Source: an optimization exercise on an open RTL-to-GDS flow (aim: small area, a short achievable clock period and few clock cycles per item). Production flows keep margins and buffers that such runs may drop. Function was not checked in any run shown here: the RTL went through the layout flow alone.

==> design.v <==
module bcd_dbl #(
    parameter S = 17
) (
    input  wire [59:0]  din,
    input  wire [S-1:0] bits,
    output reg  [59:0]  dout
);
    integer k, i;
    reg [59:0] d, n;
    reg [2:0]  e;
    reg        c;
    always @* begin
        d = din;
        for (k = S - 1; k >= 0; k = k - 1) begin
            for (i = 0; i < 15; i = i + 1) begin
                e = d[4*i +: 3];
                c = (i == 0) ? bits[k] : d[4*i - 1];
                n[4*i + 3] = e[2] | (e[1] & c);
                n[4*i + 0] = (~e[0] & c) | (e[0] & ~e[2] & ~c) | e[1];
                n[4*i + 1] = (e[2] & c) | (~e[0] & ~c);
                n[4*i + 2] = (e[0] & e[1]) | (e[1] & ~c) | (~e[0] & ~e[1] & c);
            end
            d = n;
        end
        dout = d;
    end
endmodule
module bcd_hlv #(
    parameter S = 17
) (
    input  wire [59:0]  din,
    output reg  [S-1:0] bits,
    output reg  [59:0]  dout
);
    integer k, i;
    reg [59:0] d, n;
    reg [2:0]  e;
    reg        f;
    always @* begin
        d = din;
        for (k = 0; k < S; k = k + 1) begin
            bits[k] = d[3];
            for (i = 0; i < 15; i = i + 1) begin
                e = d[4*i +: 3];
                f = (i == 14) ? 1'b0 : d[4*i + 7];
                n[4*i + 3] = (e[1] & f) | (e[2] & f) | (~e[1] & ~e[2] & ~f);
                n[4*i + 0] = ~e[2] & ~f;
                n[4*i + 1] = (e[0] & e[1]) | (e[2] & ~f) | (e[0] & ~f);
                n[4*i + 2] = ~e[0] & ~e[1] & f;
            end
            d = n;
        end
        dout = d;
    end
endmodule
module pd_in #(
    parameter S  = 17,
    parameter ND = 4,
    parameter W  = 2
) (
    input  wire [2:0]  op,
    input  wire [63:0] s,
    input  wire [63:0] u,
    input  wire [4:0]  smap,
    output wire        sa,         
    output wire        sb,         
    output wire        es,         
    output wire        dx,
    output reg  [14:0] g,          
    output reg  [14:0] p,          
    output reg  [59:0] m,          
    output reg  [59:0] sc,         
    output reg  [W-1:0] top        
);
    integer i;
    function sign_minus(input [3:0] c, input [4:0] mp);
        case (c)
            4'hA: sign_minus = mp[0];
            4'hB: sign_minus = mp[1];
            4'hC: sign_minus = mp[2];
            4'hD: sign_minus = mp[3];
            4'hE: sign_minus = mp[4];
            default: sign_minus = 1'b0;
        endcase
    endfunction
    assign sa = sign_minus(s[3:0], smap);
    assign sb = sign_minus(u[3:0], smap) ^ (op != 3'd0);
    assign es = sa ^ sb;
    reg s_bad, u_bad;
    always @* begin
        s_bad = (s[3:0] < 4'hA);
        u_bad = (u[3:0] < 4'hA);
        for (i = 1; i < 16; i = i + 1) begin
            if (s[4*i +: 4] > 4'd9) s_bad = 1'b1;
            if (u[4*i +: 4] > 4'd9) u_bad = 1'b1;
        end
    end
    wire two = (op == 3'd0) || (op == 3'd1) || (op == 3'd2);
    assign dx = (op != 3'd4) && (s_bad || (two && u_bad));
    reg [3:0] da, db;
    reg [4:0] ta, ts, t;
    always @* begin
        for (i = 0; i < 15; i = i + 1) begin
            da = s[4*i+4 +: 4];
            db = u[4*i+4 +: 4];
            ta = {1'b0, da} + {1'b0, db};
            ts = {1'b0, da} + {1'b0, 4'd9 - db};
            t  = es ? ts : ta;
            g[i] = (t >= 5'd10);
            p[i] = (t == 5'd9);
            m[4*i +: 4] = g[i] ? (t[3:0] - 4'd10) : t[3:0];
            sc[4*i +: 4] = {da[0], da[3], ~(da[1] ^ da[3]), ~(da[2] ^ da[3])};
        end
    end
    wire [63:0] x = s ^ {64{s[63]}};
    reg [ND-1:0] nz;
    integer j;
    always @* begin
        nz = {ND{1'b0}};
        for (i = 0; i < 63; i = i + 1)
            if (x[i]) nz[i / S] = 1'b1;
        top = {W{1'b0}};
        for (j = 1; j < ND; j = j + 1)
            if (nz[j]) top = j;
    end
endmodule
module pd_out (
    input  wire [14:0] g,
    input  wire [14:0] p,
    input  wire [59:0] m,
    input  wire        es,
    input  wire        sa,
    input  wire        sb,
    input  wire        cmp,
    input  wire [2:0]  rel,
    input  wire [3:0]  oplus,
    input  wire [3:0]  ominus,
    input  wire        multi,      
    input  wire [63:0] acc,
    input  wire        acc_ovf,
    output wire [63:0] result,
    output wire        ovf
);
    integer i, l;
    reg [14:0] G [0:4];
    reg [14:0] P [0:4];
    always @* begin
        G[0] = g;
        P[0] = p;
        for (l = 0; l < 4; l = l + 1) begin
            for (i = 0; i < 15; i = i + 1) begin
                if (i >= (1 << l)) begin
                    G[l+1][i] = G[l][i] | (P[l][i] & G[l][i - (1 << l)]);
                    P[l+1][i] = P[l][i] & P[l][i - (1 << l)];
                end else begin
                    G[l+1][i] = G[l][i];
                    P[l+1][i] = P[l][i];
                end
            end
        end
    end
    wire gall = G[4][14];               
    wire pall = P[4][14];               
    wire cin  = es & gall;              
    wire comp = es & !gall;             
    reg [59:0] dig;
    reg        c;
    reg [3:0]  d0, d1;
    always @* begin
        for (i = 0; i < 15; i = i + 1) begin
            c  = (i == 0) ? cin : (G[4][i-1] | (P[4][i-1] & cin));
            d0 = m[4*i +: 4];
            d1 = (d0 == 4'd9) ? 4'd0 : d0 + 4'd1;
            case ({comp, c})
                2'b00: dig[4*i +: 4] = d0;
                2'b01: dig[4*i +: 4] = d1;
                2'b10: dig[4*i +: 4] = 4'd9 - d0;
                default: dig[4*i +: 4] = 4'd9 - d1;
            endcase
        end
    end
    wire zero = es ? pall : ((g == 15'd0) && (m == 60'd0));
    wire neg  = !zero && (comp ? sb : sa);
    reg rt;
    always @* begin
        case (rel)
            3'd0: rt = zero;
            3'd1: rt = !zero;
            3'd2: rt = neg;
            3'd3: rt = neg || zero;
            3'd4: rt = !neg && !zero;
            3'd5: rt = !neg;
            default: rt = 1'b0;
        endcase
    end
    wire [63:0] f_res = cmp ? {63'd0, rt} : {dig, neg ? ominus : oplus};
    wire        f_ovf = !cmp && !es && gall;
    assign result = multi ? acc : f_res;
    assign ovf    = multi ? acc_ovf : f_ovf;
endmodule
module pd_cvd #(
    parameter S  = 17,
    parameter ND = 4,
    parameter W  = 2
) (
    input  wire [59:0] acc,        
    input  wire [63:0] rs,         
    input  wire [W-1:0] cnt,
    output wire [59:0] dbl,
    output reg  [59:0] fin,
    output wire        neg,
    output wire        ovf
);
    integer i, l;
    reg [63:0] sr;
    always @* begin
        sr[3:0] = rs[3:0];
        for (i = 0; i < 15; i = i + 1)
            sr[4*i+4 +: 4] = {rs[4*i+6], ~(rs[4*i+4] ^ rs[4*i+6]), ~(rs[4*i+5] ^ rs[4*i+6]), rs[4*i+7]};
    end
    assign neg = sr[63];
    wire [S*ND-1:0] x = {{(S*ND-63){1'b0}}, sr[62:0] ^ {63{sr[63]}}};
    wire [S-1:0] chunk = x[S*cnt +: S];
    bcd_dbl #(.S(S)) u_dbl (.din(acc), .bits(chunk), .dout(dbl));
    assign ovf = neg ? (x[62:0] >= 63'd999999999999999) : (x[62:0] >= 63'd1000000000000000);
    reg [59:0] bcd;
    reg [14:0] nine, ci;
    reg [3:0]  d;
    always @* begin
        for (i = 0; i < 15; i = i + 1) begin
            case (dbl[4*i +: 3])
                3'b001: d = dbl[4*i+3] ? 4'd5 : 4'd0;
                3'b000: d = dbl[4*i+3] ? 4'd6 : 4'd1;
                3'b010: d = dbl[4*i+3] ? 4'd7 : 4'd2;
                3'b101: d = dbl[4*i+3] ? 4'd8 : 4'd3;
                default: d = dbl[4*i+3] ? 4'd9 : 4'd4;
            endcase
            bcd[4*i +: 4] = d;
            nine[i] = (d == 4'd9);
        end
        for (i = 0; i < 15; i = i + 1) begin
            ci[i] = neg;
            for (l = 0; l < i; l = l + 1)
                ci[i] = ci[i] & nine[l];
            fin[4*i +: 4] = ci[i] ? (nine[i] ? 4'd0 : bcd[4*i +: 4] + 4'd1) : bcd[4*i +: 4];
        end
    end
endmodule
module pd_cvb #(
    parameter S = 17
) (
    input  wire [59:0]  rs,        
    input  wire         seen,      
    input  wire         neg,
    output wire [59:0]  hlv,
    output reg  [S-1:0] bits,
    output reg          sn,        
    output wire         rest0      
);
    integer i;
    wire [S-1:0] hb;
    bcd_hlv #(.S(S)) u_hlv (.din(rs), .bits(hb), .dout(hlv));
    always @* begin
        sn = seen;
        for (i = 0; i < S; i = i + 1) begin
            bits[i] = hb[i] ^ (neg & sn);
            sn = sn | hb[i];
        end
    end
    localparam integer K = (S >= 20) ? 6 : (S >= 17) ? 5 : (S >= 14) ? 4 : (S >= 10) ? 3 : (S >= 7) ? 2 : 1;
    assign rest0 = (rs[59:4*K] == {(15-K){4'b0011}});
endmodule
module pdec_unit (
    input  wire        clk,
    input  wire        rst,        
    input  wire        start,      
    input  wire [2:0]  op,
    input  wire [2:0]  rel,        
    input  wire [63:0] s,
    input  wire [63:0] u,
    input  wire [4:0]  smap,       
    input  wire [3:0]  oplus,      
    input  wire [3:0]  ominus,     
    output wire        ready,
    output reg         done,       
    output wire [63:0] result,
    output wire        dx,         
    output wire        ovf         
);
    localparam integer S  = 17;                  
    localparam integer ND = (63 + S - 1) / S;    
    localparam integer NB = (50 + S - 1) / S;    
    localparam integer W  = (ND > 4 || NB > 4) ? 3 : 2;
    wire        in_sa, in_sb, in_es, in_dx;
    wire [14:0] in_g, in_p;
    wire [59:0] in_m, in_sc;
    wire [W-1:0] in_top;
    pd_in #(.S(S), .ND(ND), .W(W)) u_in (
        .op(op), .s(s), .u(u), .smap(smap),
        .sa(in_sa), .sb(in_sb), .es(in_es), .dx(in_dx),
        .g(in_g), .p(in_p), .m(in_m), .sc(in_sc), .top(in_top)
    );
    reg        busy;
    assign ready = !busy;
    reg [14:0] r_g, r_p;
    reg [59:0] r_m;
    reg        r_sa, r_sb, r_es, r_cmp;
    reg [2:0]  r_rel;
    reg [63:0] r_s;                        
    reg [3:0]  r_oplus, r_ominus;
    reg        r_dx, r_multi, r_cvd, r_neg;
    reg [W-1:0] cnt;
    reg [63:0] acc;
    reg        r_ovf;
    reg        seen;                       
    pd_out u_out (
        .g(r_g), .p(r_p), .m(r_m), .es(r_es), .sa(r_sa), .sb(r_sb),
        .cmp(r_cmp), .rel(r_rel), .oplus(r_oplus), .ominus(r_ominus),
        .multi(r_multi), .acc(acc), .acc_ovf(r_ovf),
        .result(result), .ovf(ovf)
    );
    assign dx = r_dx;
    wire [59:0] dbl, fin;
    wire        cvd_neg, cvd_ovf;
    pd_cvd #(.S(S), .ND(ND), .W(W)) u_cvd (
        .acc(acc[63:4]), .rs(r_s), .cnt(cnt),
        .dbl(dbl), .fin(fin), .neg(cvd_neg), .ovf(cvd_ovf)
    );
    wire [59:0]  hlv;
    wire [S-1:0] nbits;
    wire         sn, rest0;
    pd_cvb #(.S(S)) u_cvb (
        .rs(r_s[63:4]), .seen(seen), .neg(r_neg),
        .hlv(hlv), .bits(nbits), .sn(sn), .rest0(rest0)
    );
    wire cvb_last = (cnt == NB - 1) || rest0;
    wire fill     = r_neg & sn;
    wire last = r_cvd ? (cnt == 0) : cvb_last;
    integer b;
    always @(posedge clk) begin
        r_g   <= in_g;
        r_p   <= in_p;
        r_m   <= in_m;
        r_sa  <= in_sa;
        r_sb  <= in_sb;
        r_es  <= in_es;
        r_cmp <= (op == 3'd2);
        r_rel <= rel;
        if (rst) begin
            busy <= 1'b0;
            done <= 1'b0;
        end else if (!busy) begin
            busy <= start && (op == 3'd3 || op == 3'd4);
            done <= start && !(op == 3'd3 || op == 3'd4);
        end else begin
            busy <= !last;
            done <= last;
        end
        if (!busy) begin
            r_s      <= {in_sc, s[3:0]};
            r_oplus  <= oplus;
            r_ominus <= ominus;
            r_dx     <= in_dx;
            r_multi  <= (op == 3'd3 || op == 3'd4);
            r_cvd    <= (op == 3'd4);
            r_neg    <= in_sa;
            cnt      <= (op == 3'd4) ? in_top : {W{1'b0}};
            acc      <= {60'h111111111111111, 4'd0};    
            r_ovf    <= 1'b0;
            seen     <= 1'b0;
        end else if (r_cvd) begin
            cnt   <= cnt - 1'b1;
            r_ovf <= cvd_ovf;
            if (cnt == 0)
                acc <= {fin, cvd_neg ? r_ominus : r_oplus};
            else
                acc[63:4] <= dbl;
        end else begin
            cnt  <= cnt + 1'b1;
            seen <= sn;
            r_s[63:4] <= hlv;
            for (b = 0; b < 64; b = b + 1) begin
                if (b / S == cnt)
                    acc[b] <= nbits[b % S];
                else if (b / S > cnt && cvb_last)
                    acc[b] <= fill;
            end
        end
    end
endmodule
==> flow/run.sh <==
#!/bin/bash
# Own layout flow: the standard layout (standard.sh), with the resizer's
# repair_timing asked to leave a setup margin, so that it sizes the paths for
# a short period instead of stopping at the 30 ns clock. The clock, the SDC
# and every other step are the standard flow's. All tool output goes to flow_make.log.
set -euo pipefail
MARGIN=$(cat flow/margin.txt)
bash standard.sh SETUP_SLACK_MARGIN="$MARGIN" finish > flow_make.log 2>&1
==> flow/margin.txt <==
21
==> standard.sh <==
#!/bin/bash
# synth_recipe.tcl (not shown) runs the flow's synth.tcl, then flattens the netlist and writes it again
# the make line also repeats each setting of config.mk as NAME=value (left out here)
make -C /OpenROAD-flow-scripts/flow DESIGN_CONFIG=/design/flow/config.mk WORK_HOME=/design/flow/orfs CLKGATE_MAP_FILE= SYNTH_SCRIPT=/design/flow/synth_recipe.tcl "${@:-finish}"
==> config.mk <==
export PLATFORM = sky130hd
export DESIGN_NAME = pdec_unit
export DESIGN_NICKNAME = pdec_unit
export VERILOG_FILES = /design/flow/design.v
export SDC_FILE = /design/flow/constraint.sdc
export NUM_CORES = 4
export LEC_CHECK = 0
export ABC_AREA = 1
export CAP_MARGIN = 20
export CORE_MARGIN = 2
export CORE_UTILIZATION = 50
export PLACE_DENSITY = 0.65
export SLEW_MARGIN = 20
==> constraint.sdc <==
create_clock -name core_clock -period 30.0 [get_ports {clk}]
set_input_delay 6.0000 -clock core_clock [delete_from_list [all_inputs] [get_ports {clk}]]
set_output_delay 6.0000 -clock core_clock [all_outputs]
set_load 0.01 [all_outputs]
==> out/metrics.cfg, run 1 <==
[worst_setup_path]
path_class = reg -> out
path_common_cell = nor2_4
setup.worst_path.start = r_g[9]
cpPeakStageDelay_ns = 0.63
r2r-start = r_s[62]
cp_slowest_cell = clkdlybuf4s50_1
cp-end-kind = primary output
critPathRequiredTime_ns = 24.00
cp_max_fo = 5
crit_arrival_ns = 3.73
reg2reg_slack_ns = 21.83
r2r_cells = 44
crit_chain = a21oi_4 > o21a_1 > nor2_4 > a2111oi_4 > nand2_2 > inv_2 > nor2_4 > buf_4 > inv_4 > o21ai_4 > nor2_1 > nand2_1 > o311ai_0 > o211ai_1 > o21ai_1 > clkdlybuf4s50_1
worstSetupEndpoint = result[10]
rr_endpoint = acc[57]
critPathLaunchType = flip-flop

[grt]
grt_start_max_net_pins = 83
grt_use_total = 0.3206
antenna_found_initial = 1
grt_overflow_total = 0
grt_pass1_wl_um = 233600
grt_pass1_vias = 44200

[synthesis]
ys_ff_latch = 243
yosys_most_used_dff = dfxtp_1
synth_edf_count = 76
synth_cell_types = 94
avgSynthCellArea_um2 = 5.772
async_reset_ff_frac = 0
synth_area_um2 = 44230
seq_area_frac_synth = 0.1272
synth_top_area_share = 0.1472
yosys_warnings = 9
syn_inst = 7663
yosysTopAreaCell = nand2_1
synthTopCellsByArea = nand2_1, inv_1, dfxtp_1, nor2_1, ha_1

[sta]
max_slew_margin = 0.2359
tightest_slew_ns = 1.136
fmax_ghz = 0.1028
finClkSkew_ns = 0.03546
period_share = 0.3243
fin_crit_ns = 9.730
fin_ws_ns = 20.27
maxSlewViolCount = 0
setup_tns_ns = 0
finalSetupViolations = 0
rsz0062_at_grt = yes
final-hold-violation-count = 0

[clock_network]
cts_tree = built
worstSkewPairLatency_ns = 0.63
clockRootBuffer = clkbuf_16
cts.path.max_buffers = 3
clk_pin_slew_worst_paths_ns = 0.06
h-tree-depth = 1
cts_made_buffers = 31
cts_sinks = 243

[floorplan]
coreArea_um2 = 87970
die_w_um = 301.4
dieArea_um2 = 90850
ioPinCount = 218
rows = 109
die_y_um = 301.4
initial_core_util = 0.5028

[final_layout]
drive_gt1_frac = 0.1218
layout_commonest_cell = nand2_1
nNetsFinal = 8316
mostFrequentLayoutCells = nand2_1, inv_1, nor2_1
area_growth_syn_to_layout_pct = 13.70

[detailed_routing]
viasPerCell = 5.449
wl_per_cell_um = 16.75
dr_total_vias = 49740
drc_errors = 0
first_pass_iters = 6
routed_wl_um = 152900
detail_route.iter0.violations = 3548
ant_nets = 0

[placed_design]
port_buffers = 217
dp_hpwl_um = 125000
pre_cts_ws_ns = 19.66
place_congestion = 0.9937

[outcome]
outcome = timing/DRC/antenna clean

[worst_hold_path]
hp-class = reg -> reg

[flow_run]
max-cap-violations = 0

metrics by stage:
stage / instances / utilization / hold WS, ns / cell area [um^2]
2_1_floorplan: 7663 / - / 0.4521 / 44290
3_3_place_gp: 8967 / 0.5394 / 0.4516 / 47450
3_5_place_dp: 8967 / 0.5394 / 0.4666 / 47450
4_1_cts: 9085 / 0.5625 / 0.4756 / 49480
5_1_grt: 9127 / 0.5716 / 0.5075 / 50280
6_report: 9128 / 0.5717 / 0.4743 / 50290
cell usage after synthesis (16+ instances only):
cell          n
a211o_1      17
a31oi_1      34
dfxtp_1     167
nand2_1    1735
a211oi_1     37
or2_2        47
edfxtp_1     76
o21ai_0     496
nor4_1       19
nand3_2      26
nand3_1     514
xor2_2       22
xor2_1      268
nand4_1     102
o311ai_0     16
o21ai_2      60
o211ai_1     77
a21oi_1     269
o22ai_1      76
nor2_1      810
a221oi_1     22
nor3_1      141
inv_1      1240
nand2_2      64
or2_1        21
inv_2       226
xnor2_1     116
xnor2_2      20
nor2_2       37
a21o_1       18
o21ai_1     276
clkbuf_1     55
o31ai_1      18
o2111ai_1    21
nand3b_1     28
ha_1        214
final cells by class:
type,instances,area (um^2)
Timing Repair Buffer,326,3069
Clock buffer,40,879.6
Timing Repair inverter,4,55.05
Inverter,1482,5623
Clock inverter,18,239.0
Antenna cell,1,2.502
Multi-Input combinational cell,5849,33300
Fill cell,8929,37680
Sequential cell,243,5663
Tap cell,1165,1458
worst min path at each step:
stage | start | cells after the start | to
2_1_floorplan | acc[4] | 2 | acc[4]
5_1_grt | acc[4] | 2 | acc[4]
4_1_cts | cnt[0] | 1 | cnt[0]
3_3_place_gp | cnt[0] | 1 | cnt[0]
6_report | cnt[0] | 1 | cnt[0]
3_5_place_dp | cnt[0] | 1 | cnt[0]
flip-flops by register name, summed over array words and instances (netlist names), 3 cells and up:
signal and cells:
acc 64, r_ominus 4, r_s 64, r_oplus 4, r_g 15, r_m 60
r_p 15, r_rel 3
worst max-delay path, delay by kind of cell (launching register included):
family	cells	cell delay, ns
DFF	1	0.37
and+or+nand+nor	5	0.53
AOI/OAI and AO/OA	7	1.24
buffers and inverters	4	0.95
logic make-up after synthesis:
logic type | count (synthesis) | synth area share
xor gates and xnor gates | 427 | 0.09211
and+or+nand+nor | 3610 | 0.3574
muxes | 6 | 0.001358
adders and majority gates | 229 | 0.06733
buffers and inverters | 1572 | 0.1387
DFF | 243 | 0.1272
AOI/OAI and AO/OA | 1576 | 0.2159
metal layers:
layer / up-vias / wire length (um) / GRT usage
li1: 25510 / - / -
met5: - / 0 / 0
met4: 0 / 9059 / 0.1658
met2: 1605 / 68440 / 0.5316
met3: 339 / 9989 / 0.03170
met1: 22280 / 65410 / 0.4119
timing repair:
action	CTS	global route
gates cloned	5	3
endpoints found under the setup margin	134	168
hold buffers	0	0
pin swaps	45	72
setup buffers	55	39
gates resized for setup	293	161
==> run 2: changes to the inputs <==
--- a/config.mk
+++ b/config.mk
@@ -11,3 +11,4 @@
 export CORE_UTILIZATION = 50
 export PLACE_DENSITY = 0.65
 export SLEW_MARGIN = 20
+export SYNTH_HIERARCHICAL = 1
==> out/metrics.cfg, run 2 <==
[outcome]
outcome = timing/DRC/antenna clean

[sta]
fin_crit_ns = 9.041
finalSetupViolations = 0
tightest_slew_ns = 1.341
fmax_ghz = 0.1106
rsz0062_at_grt = yes
final-hold-violation-count = 0
period_share = 0.3014
maxSlewViolCount = 0
max_slew_margin = 0.09651
finClkSkew_ns = 0.03126
setup_tns_ns = 0

[synthesis]
syn_inst = 9946
avgSynthCellArea_um2 = 5.284
yosys_most_used_dff = dfxtp_1
synthTopCellsByArea = nand2_1, nand3_1, inv_1, dfxtp_1, nor2_1
synth_top_area_share = 0.2720
yosys_warnings = 15
synth_cell_types = 78
seq_area_frac_synth = 0.1070
synth_common_cells = nand2_1, inv_1, nand3_1
synth_area_um2 = 52550
yosysTopAreaCell = nand2_1
ys_ff_latch = 243
synth_edf_count = 76
async_reset_ff_frac = 0
synth_most_common_cell = nand2_1

[grt]
grt_overflow_total = 0
grt_pass1_wl_um = 279200
grt_use_total = 0.3177
grt_pass1_vias = 54200
grt_start_max_net_pins = 104
antenna_found_initial = 5

[worst_setup_path]
cp_num_buf_inv = 4
crit_chain = nand2_1 > inv_1 > a21oi_2 > nand2_2 > nand2_8 > nand2_4 > nand2_8 > clkinv_8 > buf_4 > nand2_1 > a32o_1 > clkdlybuf4s50_1
cpPeakStageDelay_ns = 0.61
reg2reg_slack_ns = 21.28
cp_slowest_cell = clkdlybuf4s50_1
critPathLaunchType = flip-flop
cp_max_fo = 11
r2r_cells = 61
r2r-start = r_s[62]
critPathRequiredTime_ns = 24.00
path_delay_family = buffers and inverters
cp-end-kind = primary output
path_class = reg -> out
crit_arrival_ns = 3.04
rr_endpoint = acc[55]

[clock_network]
clockRootBuffer = clkbuf_16
cts.path.max_buffers = 3
clk_pin_slew_worst_paths_ns = 0.07
worstSkewPairLatency_ns = 0.61
h-tree-depth = 1
cts_made_buffers = 30
holdBufCountCts = 0
cts_sinks = 243
cts_tree = built

[detailed_routing]
drc_errors = 0
wl_per_cell_um = 15.82
detail_route.iter0.violations = 4598
dr_total_vias = 62310
first_pass_iters = 9
ant_nets = 0
viasPerCell = 5.374
routed_wl_um = 183400

[floorplan]
ioPinCount = 218
dieArea_um2 = 107700
die_y_um = 328.2
coreArea_um2 = 103900
rows = 118
initial_core_util = 0.5056
die_w_um = 328.2

[worst_hold_path]
hold_start = r_ovf
hp-class = reg -> reg
min_path_cells = 2
whs_endpoint = r_ovf

[final_layout]
area_growth_syn_to_layout_pct = 14.26
mostFrequentLayoutCells = nand2_1, inv_1, nand3_1
top_regs = acc: 64 flops, r_s: 64 flops, r_m: 60 flops
nNetsFinal = 10560
antenna_cells = 0
layout_commonest_cell = nand2_1
drive_gt1_frac = 0.1598

[placed_design]
dp_hpwl_um = 148600
place_congestion = 0.9794
port_buffers = 217

[flow_run]
max-cap-violations = 0

## run 2: cell types whose count changed in the layout (fill, tap and decap cells not counted), sizes merged, moves of 41 or more
cell / before / now
inv: 1474 / 1515
nand2: 1806 / 4094
nand3: 544 / 1146
nand4: 103 / 235
nor2: 861 / 752
nor3: 156 / 68
o211ai: 80 / 37
o21ai: 836 / 639
o22ai: 79 / 14
xor2: 291 / 158
## run 2: per-stage QoR
stage	utilization	hold slack, ns	instances	setup slack [ns]	cell area (um^2)
final	0.5777	0.5240	11600	20.96	60040
after global routing	0.5777	0.5521	11600	20.64	60040
after CTS	0.5512	0.5221	11490	20.85	57290
after detailed placement	0.5350	0.5080	11400	19.84	55610
after global placement	0.5350	0.4914	11400	19.81	55610
after floorplan	-	0.4631	9965	21.36	52620
## run 2: cells by family after synthesis
family                     after synthesis  share of synthesized area
other                                    2                  0.0001429
and+or+nand+nor                       6437                     0.5416
buffers and inverters                 1702                     0.1290
DFF                                    243                     0.1070
AOI/OAI and AO/OA                     1077                     0.1222
muxes                                    2                  0.0004048
adders and majority gates              214                    0.05310
xor gates and xnor gates               269                    0.04640
## run 2: worst register-to-register path: cells and delay by family (launching register included)
kind,cells,cell delay (ns)
AND/OR/NAND/NOR,43,4.61
buffers and inverters,11,1.54
XOR/XNOR,3,1.20
AO/OA/AOI/OAI,4,0.90
flip-flops,1,0.43
## run 2: final cells by class
cell class | instances | area [um^2]
Clock buffer | 42 | 878.3
Inverter | 1528 | 5792
Timing Repair inverter | 3 | 36.28
Sequential cell | 243 | 5673
Timing Repair Buffer | 358 | 3336
Multi-Input combinational cell | 8029 | 42480
Tap cell | 1380 | 1727
Fill cell | 10870 | 43900
Clock inverter | 12 | 126.4
## run 2: repair_timing
item,CTS,global route
gates resized for setup,176,548
cloned,10,5
setup endpoints to repair,181,174
pin swaps,27,152
buffers inserted,27,97
## run 2: worst max-delay path by stage
stage                 endpoint  slack (ns)  cells after the start  startpoint
CTS                 result[58]       20.85                     15     r_g[10]
floorplan               r_m[6]       21.36                     16       op[2]
finish               result[5]       20.96                     12      r_p[5]
detailed placement     acc[59]       19.84                     71     r_s[62]
global placement       r_m[23]       19.81                     23        u[3]
global route           acc[62]       20.64                     75     r_s[62]
## run 2: per-module statistics from Yosys, one instance, submodules excluded, a selection
module     area (um^2)  cells inside  flops+latches  copies in the design
pd_out            5216           996              0                     1
pdec_unit         9630          1201            243                     1
## run 2: routing by layer
layer	up-vias	global-route usage	share of wire
met2	1689	0.5485	0.47
met1	28110	0.4034	0.43
li1	32140	-	-
met5	-	0	0.00022
met3	371	0.02494	0.054
met4	6	0.1411	0.053
==> run 3: changes to the inputs <==
==> flow/run.sh (replaced) <==
#!/bin/bash
# Own layout flow: the standard layout (standard.sh) with three resizer
# settings changed, nothing else:
#  - repair_timing is asked to leave a setup margin (flow/margin.txt), so it
#    sizes the paths for a short period instead of stopping at the 30 ns clock;
#  - gates may be resized across cell footprints;
#  - the port buffers are buf_2 cells instead of the delay cell buffer_ports
#    picks by default (every input and output port still gets a buffer).
# The clock, the SDC and every other step are the standard flow's. All tool output goes
# to flow_make.log in this folder.
set -euo pipefail
MARGIN=$(cat flow/margin.txt)
bash standard.sh SETUP_SLACK_MARGIN="$MARGIN" MATCH_CELL_FOOTPRINT=0 \
    BUFFER_PORTS_ARGS="-buffer_cell sky130_fd_sc_hd__buf_2" finish > flow_make.log 2>&1
==> flow/margin.txt (replaced) <==
21.3
--- a/config.mk
+++ b/config.mk
@@ -11,4 +11,3 @@
 export CORE_UTILIZATION = 50
 export PLACE_DENSITY = 0.65
 export SLEW_MARGIN = 20
-export SYNTH_HIERARCHICAL = 1
==> out/metrics.cfg, run 3 <==
[synthesis]
synth_common_cells = nand2_1, inv_1, nor2_1
yosys_most_used_dff = dfxtp_1
seq_area_frac_synth = 0.1272
yosys.area_share.simple = 0.3574
synthTopCellsByArea = nand2_1, inv_1, dfxtp_1, nor2_1, ha_1
synth_cell_types = 94
syn_inst = 7663
synthAdderAreaFrac = 0.06733
avgSynthCellArea_um2 = 5.772
muxShareOfSynthArea = 0.001358
synth_edf_count = 76
synth_top_family_by_area = simple AND/OR/NAND/NOR gates
ys_ff_latch = 243
synth_most_common_cell = nand2_1
synthXorXnorAreaFrac = 0.09211
synth_area_um2 = 44230
yosys_warnings = 9
synth_top_area_share = 0.1472
synth_compound_area_frac = 0.2159
yosysTopAreaCell = nand2_1
async_reset_ff_frac = 0

[floorplan]
rows = 109
die_w_um = 301.4
coreArea_um2 = 87970
ioPinCount = 218
die_y_um = 301.4
dieArea_um2 = 90850
initial_core_util = 0.5028

[clock_network]
cts_tree = built
clk_pin_slew_worst_paths_ns = 0.06
cts.path.max_buffers = 3
cts_made_buffers = 30
h-tree-depth = 1
clockRootBuffer = clkbuf_16
worstSkewPairLatency_ns = 0.64
cts_sinks = 243

[flow_run]
max-cap-violations = 0

[grt]
grt_overflow_total = 0
grt_use_total = 0.3151
antenna_found_initial = 6
grt_pass1_wl_um = 229700
grt_start_max_net_pins = 77
grt_pass1_vias = 44080

[final_layout]
layout_commonest_cell = nand2_1
top_regs = acc: 64 flops, r_s: 64 flops, r_m: 60 flops
area_growth_syn_to_layout_pct = 11.35
num-fill-cells = 8978
mostFrequentLayoutCells = nand2_1, inv_1, nor2_1
final_cells = 9116
drive_gt1_frac = 0.1474
antenna_cells = 0
multi_input_area_um2 = 33400
register_area_um2 = 5664
nNetsFinal = 8308

[detailed_routing]
routed_wl_um = 149900
first_pass_iters = 6
ant_nets = 0
wl_per_cell_um = 16.44
dr_total_vias = 49490
detail_route.iter0.violations = 3937
drc_errors = 0
viasPerCell = 5.429

[sta]
finalSetupViolations = 0
fin_crit_ns = 9.766
tightest_slew_ns = 1.050
final-hold-violation-count = 0
finClkSkew_ns = 0.05654
period_share = 0.3255
rsz0062_at_grt = yes
setup_tns_ns = 0
max_slew_margin = 0.2936
fmax_ghz = 0.1024
maxSlewViolCount = 0

[outcome]
outcome = timing/DRC/antenna clean

[placed_design]
dp_hpwl_um = 122800
place_congestion = 0.9890
port_buffers = 217
dp.cells = 8966

[worst_setup_path]
cp_max_fo = 5
path_class = reg -> out
crit_arrival_ns = 3.77
critPathLaunchType = flip-flop
critPathRequiredTime_ns = 24.00
cp-end-kind = primary output

[worst_hold_path]
hp-class = reg -> reg

run 3: path summary, 6_finish.rpt:
path / from / to / cells after the start / slack [ns]
max: r_g[0] / result[62] / 24 / 20.23
max reg2reg: r_s[62] / r_s[21] / 40 / 22.16
min reg2reg: acc[20] / acc[20] / 2 / 0.49
min: acc[20] / acc[20] / 2 / 0.49
run 3: layout make-up:
cell class | count | share of cell area
tap | 1165 | 0.02960
multi-input combinational | 5848 | 0.6782
timing repair buffer | 324 | 0.04299
clock inverter | 16 | 0.004039
inverter | 1482 | 0.1139
sequential | 243 | 0.1150
clock buffer | 38 | 0.01631
run 3: critical path: stages, from the launching register on:
cell and delay (ns):
dfxtp_4 0.37, inv_2 0.08, o21ai_2 0.18, a21oi_2 0.09, inv_1 0.07, nand2_2 0.05
nand2_2 0.07, inv_2 0.04, nor2_4 0.14, nand2_2 0.08, nand2_2 0.09, inv_2 0.05
o21ai_4 0.15, inv_2 0.07, o21ai_4 0.18, inv_2 0.08, o21ai_4 0.18, nand3_4 0.12
o21ai_4 0.22, inv_2 0.08, buf_4 0.15, o311ai_4 0.24, inv_1 0.09, o22ai_2 0.08
buf_2 0.16
run 3: logic make-up after synthesis:
logic type | Yosys count
and+or+nand+nor | 3610
buffers and inverters | 1572
adders and majority gates | 229
DFF | 243
xor gates and xnor gates | 427
AOI/OAI and AO/OA | 1576
muxes | 6
run 3: routing by layer:
metal,track usage,vias to the layer above,wire length (um)
met3,0.03775,360,10020
met2,0.5148,1496,66380
met1,0.4027,22090,64050
met5,0,-,62
li1,-,25530,-
met4,0.1746,10,9386
run 3: through the flow:
| step | instance area, um^2 | hold slack [ns] | util | setup WS (ns) |
|---|---|---|---|---|
| 3_5_place_dp | 46550 | 0.4751 | 0.5291 | 20.19 |
| 6_report | 49250 | 0.4882 | 0.5599 | 20.23 |
| 4_1_cts | 48430 | 0.4891 | 0.5505 | 20.41 |
| 2_1_floorplan | 44480 | 0.4521 | - | 21.06 |
| 3_3_place_gp | 46550 | 0.4640 | 0.5291 | 20.22 |
| 5_1_grt | 49250 | 0.5175 | 0.5599 | 20.05 |
run 3: timing repair:
action	in CTS	in global routing
buffers inserted	50	38
hold endpoints to repair	0	0
resized for setup	141	130
setup endpoints to repair	73	172
cloned	6	1
hold buffers	0	0
pin swaps	29	56
==> run 4: changes to the inputs <==
--- a/design.v
+++ b/design.v
@@ -97,15 +97,14 @@
     end
     wire two = (op == 3'd0) || (op == 3'd1) || (op == 3'd2);
     assign dx = (op != 3'd4) && (s_bad || (two && u_bad));
-    reg [3:0] da, db;
-    reg [4:0] ta, ts, t;
+    reg [3:0] da, db, nb;
+    reg [4:0] t;
     always @* begin
         for (i = 0; i < 15; i = i + 1) begin
             da = s[4*i+4 +: 4];
             db = u[4*i+4 +: 4];
-            ta = {1'b0, da} + {1'b0, db};
-            ts = {1'b0, da} + {1'b0, 4'd9 - db};
-            t  = es ? ts : ta;
+            nb = es ? {~(db[3] | db[2] | db[1]), db[2] ^ db[1], db[1], ~db[0]} : db;
+            t  = {1'b0, da} + {1'b0, nb};
             g[i] = (t >= 5'd10);
             p[i] = (t == 5'd9);
             m[4*i +: 4] = g[i] ? (t[3:0] - 4'd10) : t[3:0];
@@ -300,10 +299,9 @@
         .sa(in_sa), .sb(in_sb), .es(in_es), .dx(in_dx),
         .g(in_g), .p(in_p), .m(in_m), .sc(in_sc), .top(in_top)
     );
+    wire in_fast = !(op == 3'd3 || op == 3'd4);
     reg        busy;
     assign ready = !busy;
-    reg [14:0] r_g, r_p;
-    reg [59:0] r_m;
     reg        r_sa, r_sb, r_es, r_cmp;
     reg [2:0]  r_rel;
     reg [63:0] r_s;                        
@@ -314,7 +312,7 @@
     reg        r_ovf;
     reg        seen;                       
     pd_out u_out (
-        .g(r_g), .p(r_p), .m(r_m), .es(r_es), .sa(r_sa), .sb(r_sb),
+        .g(r_s[33:19]), .p(r_s[18:4]), .m(acc[63:4]), .es(r_es), .sa(r_sa), .sb(r_sb),
         .cmp(r_cmp), .rel(r_rel), .oplus(r_oplus), .ominus(r_ominus),
         .multi(r_multi), .acc(acc), .acc_ovf(r_ovf),
         .result(result), .ovf(ovf)
@@ -338,9 +336,6 @@
     wire last = r_cvd ? (cnt == 0) : cvb_last;
     integer b;
     always @(posedge clk) begin
-        r_g   <= in_g;
-        r_p   <= in_p;
-        r_m   <= in_m;
         r_sa  <= in_sa;
         r_sb  <= in_sb;
         r_es  <= in_es;
@@ -357,7 +352,7 @@
             done <= last;
         end
         if (!busy) begin
-            r_s      <= {in_sc, s[3:0]};
+            r_s      <= {in_sc[59:30], in_fast ? {in_g, in_p} : in_sc[29:0], s[3:0]};
             r_oplus  <= oplus;
             r_ominus <= ominus;
             r_dx     <= in_dx;
@@ -365,7 +360,7 @@
             r_cvd    <= (op == 3'd4);
             r_neg    <= in_sa;
             cnt      <= (op == 3'd4) ? in_top : {W{1'b0}};
-            acc      <= {60'h111111111111111, 4'd0};    
+            acc      <= {(op == 3'd4) ? 60'h111111111111111 : in_m, 4'd0};    
             r_ovf    <= 1'b0;
             seen     <= 1'b0;
         end else if (r_cvd) begin
==> out/metrics.cfg, run 4 <==
[outcome]
outcome = timing/DRC/antenna clean

[detailed_routing]
dr_total_vias = 53280
wl_per_cell_um = 20.22
detail_route.iter0.violations = 5639
first_pass_iters = 7
viasPerCell = 5.749
drc_errors = 0
routed_wl_um = 187400
ant_nets = 0

[clock_network]
cts_made_buffers = 17
h-tree-depth = 4
cts_tree = built
holdBufCountCts = 0
worstSkewPairLatency_ns = 0.53
cts.path.max_buffers = 2
clockRootBuffer = clkbuf_16
cts_sinks = 153
clk_pin_slew_worst_paths_ns = 0.08

[sta]
fmax_ghz = 0.09961
final-hold-violation-count = 0
fin_crit_ns = 10.04
setup_tns_ns = 0
finClkSkew_ns = 0.03345
rsz0062_at_grt = yes
maxSlewViolCount = 0
finalSetupViolations = 0
fin_ws_ns = 19.96
tightest_slew_ns = 1.203
max_slew_margin = 0.1947
period_share = 0.3346

[final_layout]
num-fill-cells = 8210
area_growth_syn_to_layout_pct = 20.50
drive_gt1_frac = 0.2306
mostFrequentLayoutCells = nand2_1, inv_1, nor2_1
final_cells = 9268
top_regs = acc: 64 flops, r_s: 64 flops
nNetsFinal = 8478
layout_commonest_cell = nand2_1

[synthesis]
async_reset_ff_frac = 0
synth_most_common_cell = nand2_1
yosys_warnings = 9
avgSynthCellArea_um2 = 5.652
synthTopCellsByArea = nand2_1, edfxtp_1, inv_1, nor2_1, nand3_1
seq_area_frac_synth = 0.1021
synth_common_cells = nand2_1, inv_1, nor2_1
syn_inst = 7669
synth_area_um2 = 43340
ys_ff_latch = 153
synth_top_area_share = 0.1569
yosys_most_used_dff = edfxtp_1
synth_cell_types = 98
synth_edf_count = 136
yosysTopAreaCell = nand2_1

[grt]
grt_start_max_net_pins = 68
grt_overflow_total = 0
grt_pass1_wl_um = 271500
grt_pass1_vias = 46860
grt_use_total = 0.3919
antenna_found_initial = 4

[placed_design]
dp_hpwl_um = 146800
pre_cts_ws_ns = 19.12
place_congestion = 1.059
port_buffers = 217
dp.cells = 8935

[worst_setup_path]
critPathLaunchType = flip-flop
cp_slowest_cell = edfxtp_1
crit_arrival_ns = 4.04
critPathRequiredTime_ns = 24.00
cp_max_fo = 4
path_class = reg -> out
cpPeakStageDelay_ns = 0.49
cp-end-kind = primary output
path_common_cell = inv_2

[worst_hold_path]
hp-class = reg -> reg

[floorplan]
coreArea_um2 = 85550
rows = 107
ioPinCount = 218
die_w_um = 298.4
initial_core_util = 0.5067
dieArea_um2 = 89060
die_y_um = 298.4

[flow_run]
max-cap-violations = 0

[run 4: changes by cell type after synthesis, sizes merged, moves of 50 or more]
cell and change:
dfxtp -150, nand2 +96, xor2 -68, inv -67
edfxtp +60, nor2 +50
[run 4: layout make-up]
type,count,area (um^2),area share
multi-input cells,5969,36210,0.6934
repair buffers,545,4129,0.07906
flip-flops and latches,153,4427,0.08476
inverters,1422,5434,0.1040
clock buffers,17,425.4,0.008145
well taps,1144,1431,0.02741
clock inverters,15,153.9,0.002947
repair inverters,2,12.51,0.0002396
diodes,1,2.502,0.00004791
[run 4: worst paths after layout]
| check | from | to | slack [ns] | cells past startpoint |
|---|---|---|---|---|
| setup / recovery | r_s[5] | result[58] | 19.96 | 28 |
| hold / removal | acc[2] | acc[2] | 0.53 | 2 |
| setup reg to reg | r_s[33] | acc[47] | 21.79 | 46 |
| hold reg to reg | acc[2] | acc[2] | 0.53 | 2 |
[run 4: layer usage]
layer	GRT usage	vias up	routed length, um
met5	0	-	27
met4	0.2808	4	17330
met3	0.06405	714	17570
met2	0.6136	2551	79140
met1	0.4890	24050	73300
li1	-	25960	-
[run 4: per-stage QoR]
step	hold WS, ns	util	area [um^2]
after floorplan	0.4482	-	44160
after global placement	0.5117	0.5414	46320
after detailed placement	0.5190	0.5414	46320
after CTS	0.5333	0.5841	49970
after global routing	0.5703	0.6105	52230
final	0.5348	0.6105	52230
[run 4: cells by family (layout without fill, tap and decap cells)]
kind of cell    count (synthesis)  count (layout)  synth area share
compound gates               1504            1504            0.2070
xor+xnor                      394             394           0.09226
buf+inv                      1549            2001            0.1376
other cells                     0               1                 0
flops                         153             153            0.1021
mux                             1               1         0.0002309
simple gates                 3850            3852            0.3953
fa+ha+maj                     218             218           0.06553
[run 4: timing repair]
action / CTS / global route
gates resized for setup: 364 / 324
setup buffers: 189 / 105
gates cloned: 4 / 2
endpoints found under the setup margin: 146 / 154
pin swaps: 192 / 216
[run 4: worst max-delay path: cells and delay by family, from the launching register on]
family | cells | cell delay, ns
AOI/OAI and AO/OA | 9 | 1.33
buffers and inverters | 11 | 0.89
and+or+nand+nor | 7 | 0.54
DFF | 1 | 0.49
adders and majority gates | 1 | 0.23

## static timing again, ports no longer ideal
How much do the figures lean on ideal ports? The routed layouts below were timed once more, with nothing changed but the port constraints. Step 1 (the two cells are an assumption about what drives the block):
set clk [get_ports {clk}]
set_driving_cell -lib_cell sky130_fd_sc_hd__clkbuf_16 $clk
set_driving_cell -lib_cell sky130_fd_sc_hd__buf_2 [delete_from_list [all_inputs] $clk]
Step 2 also shifts input and output timing later by t, the mid clock arrival at the registers, as if the neighbouring blocks saw the same clock. Three values: ideal, step 1, step 2; two values: the first two.
run	t, ns	setup slack, ns	worst setup path after step 2
run 1	0.683	20.270 / 20.201 / 20.537	input to register
run 2	0.666	20.959 / 20.892 / 20.574	input to register
run 3	0.674	20.234 / 20.172 / 20.800	input to register
run 4	0.575	19.961 / 19.903 / 20.080	input to register
After both steps setup and hold are still met in every run listed. The setup slack of run 2, which loses most, moves by -0.067 ns with the drivers and by -0.385 ns with both steps.
